What follows belongs to an exercise in optimizing a design on an open flow for small area and a short achievable clock period; a production flow would make more cautious choices.
Function was not checked in any run shown here: the RTL went through the layout flow alone.

==> flow/design.v, too long to show whole: its modules and the start of the top module <==
// module ecc_codec: 785 lines
module ecc_codec (
    input  wire        clk,
    input  wire        rst,
    input  wire        in_valid,
    input  wire        in_decode,
    input  wire [1:0]  in_code,
    input  wire [63:0] in_data,
    input  wire [14:0] in_chk,
    output wire        out_valid,
    output wire [63:0] out_data,
    output wire [14:0] out_chk,
    output wire [1:0]  out_status
);
  // ...
==> flow/run.sh <==
#!/bin/bash
# synth_recipe.tcl (not shown) runs the flow's synth.tcl, then flattens the netlist and writes it again
# the make line also repeats each setting of config.mk as NAME=value (left out here)
make -C /OpenROAD-flow-scripts/flow DESIGN_CONFIG=/design/flow/config.mk WORK_HOME=/design/flow/orfs CLKGATE_MAP_FILE= SYNTH_SCRIPT=/design/flow/synth_recipe.tcl finish
==> flow/config.mk <==
export PLATFORM = sky130hd
export DESIGN_NAME = ecc_codec
export DESIGN_NICKNAME = ecc_codec
export VERILOG_FILES = /design/flow/design.v
export SDC_FILE = /design/flow/constraint.sdc
export NUM_CORES = 4
export LEC_CHECK = 0
export CAP_MARGIN = 20
export CORE_MARGIN = 2
export CORE_UTILIZATION = 40
export PLACE_DENSITY = 0.6
export SLEW_MARGIN = 20
==> flow/constraint.sdc <==
create_clock -name core_clock -period 13.0 [get_ports {clk}]
set_input_delay 2.6000 -clock core_clock [delete_from_list [all_inputs] [get_ports {clk}]]
set_output_delay 2.6000 -clock core_clock [all_outputs]
set_load 0.01 [all_outputs]
==> reports/qor.yml, run 1 <==
grt_max_degree: 51
hold_depth: 0
synth_area_mm2: 0.0216
gp_congestion: 0.955
ioPinCount: 167
multi_input_cells: 1615
num_rows: 85
rsz0062_at_grt: "false"
synthArstFlopShare: 0
crit_required_ps: 10400
reg2reg_to: "f_q3[3]"
totalNegativeSetupSlack_ps: 0
reg2reg_depth: 11
htree_levels: 2
final_common_cell: "dfxtp_1"
place_inst: 3002
start_util: 0.403
postLayoutCoreUtil: 0.476
synth.top_cell.area_share: 0.458
synth_ff_type: "dfxtp_1"
critPathMaxFanout: 1
tightest_slew_ps: 1060
syn_inst: 2260
wl_mm: 74.3
stdcell_count: 3093
outcome: "no timing/DRC/antenna violations"
drt_pass1_iterations: 8
max_cap_violations: 0
root_buffer: "clkbuf_16"
grt_remaining_overflow: 0
cp-end-kind: "primary output"
synth_top_cells_by_area: "dfxtp_1 46%, xnor2_1 19%, xor2_1 6.1%"
portBuffers: 166
crit_type: "flop to primary output"
seqCellArea_mm2: 0.00987
design.seq.count: 493
n_tap_cell: 696
==> run 2: changes to the inputs <==
==> flow/flow/run.sh (new file) <==
#!/bin/bash
# Own layout flow: the standard layout (standard.sh, unchanged synthesis and
# steps), with the port buffers that global placement inserts on every input and
# output made from sky130_fd_sc_hd__buf_1 cells instead of ORFS's default choice.
# Each tool's full output is kept: ORFS writes its per-step logs under
# orfs/logs/, and this script keeps the make output in standard.log.
set -euo pipefail
cd "$(dirname "$0")/.."
export BUFFER_PORTS_ARGS="-buffer_cell sky130_fd_sc_hd__buf_1"
bash standard.sh > standard.log 2>&1
==> flow/standard.sh (new file) <==
#!/bin/bash
# synth_recipe.tcl (not shown) runs the flow's synth.tcl, then flattens the netlist and writes it again
# the make line also repeats each setting of config.mk as NAME=value (left out here)
make -C /OpenROAD-flow-scripts/flow DESIGN_CONFIG=/design/flow/config.mk WORK_HOME=/design/flow/orfs CLKGATE_MAP_FILE= SYNTH_SCRIPT=/design/flow/synth_recipe.tcl "${@:-finish}"
--- a/flow/config.mk
+++ b/flow/config.mk
@@ -10,2 +10,4 @@
 export CORE_UTILIZATION = 40
+export CTS_BUF_LIST = sky130_fd_sc_hd__clkbuf_4 sky130_fd_sc_hd__clkbuf_8
+export CTS_CLUSTER_SIZE = 30
 export PLACE_DENSITY = 0.6
removed: flow/run.sh
==> run 2 against run 1 <==
  * Still clean
  * Critical path depth up 10
  * Sequential share of layout area is 1.7 points higher
  * Register-to-register slack worse by 290 ps
  * Wire length down 1.8%
  * Critical endpoint is now f_q3[4]
  * Hold slack lost 14 ps
  * Die area unchanged
  * First-iteration DRC count decreased by 14%
  * Critical path type is now flop to flop
==> reports/qor.yml, run 2 <==
outcome: "no timing/DRC/antenna violations"
fmax_ghz: 0.234
synth_edf_count: 0
num_rows: 85  # unchanged
wl_met1_mm: 33.1
n_fill_cell: 5117
clockBufferDepth: 3
wl_per_cell_um: 23.2
grt_max_degree: 58  # +14%
nets: 2477
start_util: 0.403  # unchanged
gp_congestion: 0.997  # +4.4%
crit_arrival_ps: 4800
antenna_left: 0
totalNegativeSetupSlack_ps: 0  # unchanged
dieWidth_um: 236
yosys_warnings: 1
cts.sinks: 493
post_cts_buffers: 0
fp.dieH_um: 236
grt_pass1_vias: 16500
synth_seq_cells: 493
dieArea_mm2: 0.0558
reg2reg_slack_ps: 8730
crit_required_ps: 13530  # +3130 ps
drc: 0
drt_first_iter_violations: 1720
seq_area_frac_synth: 0.458
final_common_cell: "dfxtp_1"
critPathLaunchType: "flop"
synth_top_cells_by_area: "dfxtp_1 46%, xnor2_1 19%, xor2_1 6.1%"
synthArstFlopShare: 0  # unchanged
fin_crit_ps: 4270
postLayoutCoreUtil: 0.457  # -0.0195
area_delta_synth_final_pct: 13.4
hpwl_mm: 55.3
worst_hold_path.endpoint: "d_q4[1]"
hold_class: "flop to flop"
cts_tree: "yes"
cp-end-kind: "flop"
ioPinCount: 167  # unchanged
multiInputGateArea_mm2: 0.0112
grt_pass1_wl_mm: 106
drive_gt1_frac: 0.0697
antenna_found_initial: 0
via_count: 16700
synth_ff_type: "dfxtp_1"
min-delay-start: "d_q3[1]"
yosysTopAreaCell: "dfxtp_1"
slew_viol_final: 0
top_layer: "met4"
diodes: 0
synth_cell_types: 69
viasPerCell: 5.33
finalClockSkew_ps: 45.2
synth.top_cell.area_share: 0.458  # unchanged
avgSynthCellArea_um2: 9.54
syn_nets: 2353
critPathMaxFanout: 34  # +33
wl_met2_mm: 32.2
numCtsBuffers: 76
reg2reg_to: "f_q3[4]"
cts-resized-gates: 0
wl_met3_mm: 5.36
max_cap_violations: 0  # unchanged
maxSlewHeadroom: 0.296
drt_pass1_iterations: 6  # -2
seqCellArea_mm2: 0.00987  # about the same
reg2reg_depth: 11  # unchanged
synth_most_common_cell: "dfxtp_1"
syn_inst: 2260  # unchanged
clkLatencyLatePin_ps: 680
tightest_slew_ps: 1050  # -1.24 ps
synth_area_mm2: 0.0216  # unchanged
clkTransAtPathRegs_ps: 70
core_mm2: 0.0535
crit_type: "flop to flop"
finalHoldViolCount: 0
root_buffer: "clkbuf_8"
synth.top_cells.by_count: "493 x dfxtp_1, 475 x xnor2_1, 299 x nand2_1"
portBuffers: 166  # unchanged
r2r-start: "syn_s_q2[7]"
mostFrequentLayoutCells: "493 x dfxtp_1, 472 x xnor2_1, 299 x nand2_1, 166 x buf_1, 150 x xor2_1"
finalSetupViolations: 0
post-route-period-util: 0.328
grt.total_usage: 0.255
htree_levels: 3  # +1
cts_hold_buf: 0
grt_remaining_overflow: 0  # unchanged
wl_mm: 72.9  # -1.8%
hold_depth: 0  # unchanged
rsz0062_at_grt: "false"
## run 2: cell count changes in the layout (fill, tap and decap cells not counted), sizes merged
cell / change
buf: +166
inv: -1
clkinv: -4
bufinv: +2
clkdlybuf4s50: -166
clkbuf: +46
## run 2: how the worst max path moves through the flow
stage               endpoint        start  slack, ps  depth (start not counted)
floorplan           x1_q4[3]      f_q3[3]       9970                         11
global placement     f_q3[4]  syn_s_q2[7]       8790                         11
finish               f_q3[4]  syn_s_q2[7]       8730                         11
global route         f_q3[4]  syn_s_q2[7]       8600                         11
detailed placement   f_q3[4]  syn_s_q2[7]       8900                         11
CTS                  f_q3[4]  syn_s_q2[7]       8860                         11
## run 2: area by class of cell
type / count / share of cell area
clock buffer: 107 / 0.0554
clock inverter: 27 / 0.0162
sequential: 493 / 0.404
tap: 696 / 0.0356
inverter: 19 / 0.00292
multi-input combinational: 1615 / 0.456
timing repair buffer: 179 / 0.0295
## run 2: through the flow
step | setup slack [ps] | hold slack (ps) | std cells | area [um^2]
floorplan | 9970 | 310 | 2260 | 21600
global placement | 8790 | 312 | 3002 | 22700
detailed placement | 8900 | 312 | 3002 | 22700
CTS | 8860 | 296 | 3136 | 24400
global route | 8600 | 305 | 3136 | 24400
finish | 8730 | 303 | 3136 | 24400
## run 2: cells by family (layout without fill, tap and decap cells)
logic type | Yosys count | after routing | share of synthesized area
xor gates and xnor gates | 651 | 651 | 0.280
and+or+nand+nor | 626 | 626 | 0.128
DFF | 493 | 493 | 0.458
AOI/OAI and AO/OA | 311 | 311 | 0.0925
buffers and inverters | 152 | 332 | 0.0280
muxes | 19 | 19 | 0.00900
adders and majority gates | 8 | 8 | 0.00464
## run 2: routing by layer
metal / up-vias / track usage
met3: 137 / 0.0473
met2: 784 / 0.393
met5: - / 0
li1: 7760 / -
met4: 0 / 0.0844
met1: 8019 / 0.361
## run 2: critical path: stages, from the launching register on
cell	delay (ps)
dfxtp_1	350
xnor2_1	460
xnor2_4	160
buf_4	400
clkinv_1	420
buf_4	350
nand2_1	220
a211oi_1	80
o21ai_0	540
o211ai_1	270
nor4_1	400
or4b_1	470

port drivers added, routing unchanged:
In the flow no input, the clock included, has a driving cell. The finished layouts below were timed again as built, in two steps.
Step 1 (the two cells are an assumption about what drives the block):
set clk [get_ports {clk}]
set_driving_cell -lib_cell sky130_fd_sc_hd__clkbuf_16 $clk
set_driving_cell -lib_cell sky130_fd_sc_hd__buf_2 [delete_from_list [all_inputs] $clk]
Step 2 adds t to the input delays and takes it off the output delays; t is the mean of the earliest and latest rising clock arrival at the registers after step 1. Input paths then give back, and output paths get back, about the clock's delay inside the block.
a / b / c = no drivers / after step 1 / after step 2; a / b = the first two.
run | t (ns) | setup slack, ns | worst hold slack (ns) | pins driven straight from the clock port
run 1 | 0.658 | 8.784 / 8.728 / 9.022 | 0.317 / 0.317 / 0.317 | 1
run 2 | 0.706 | 8.731 / 8.731 / 8.731 | 0.303 / 0.303 / 0.303 | 1
After both steps setup and hold are still met in every run listed.
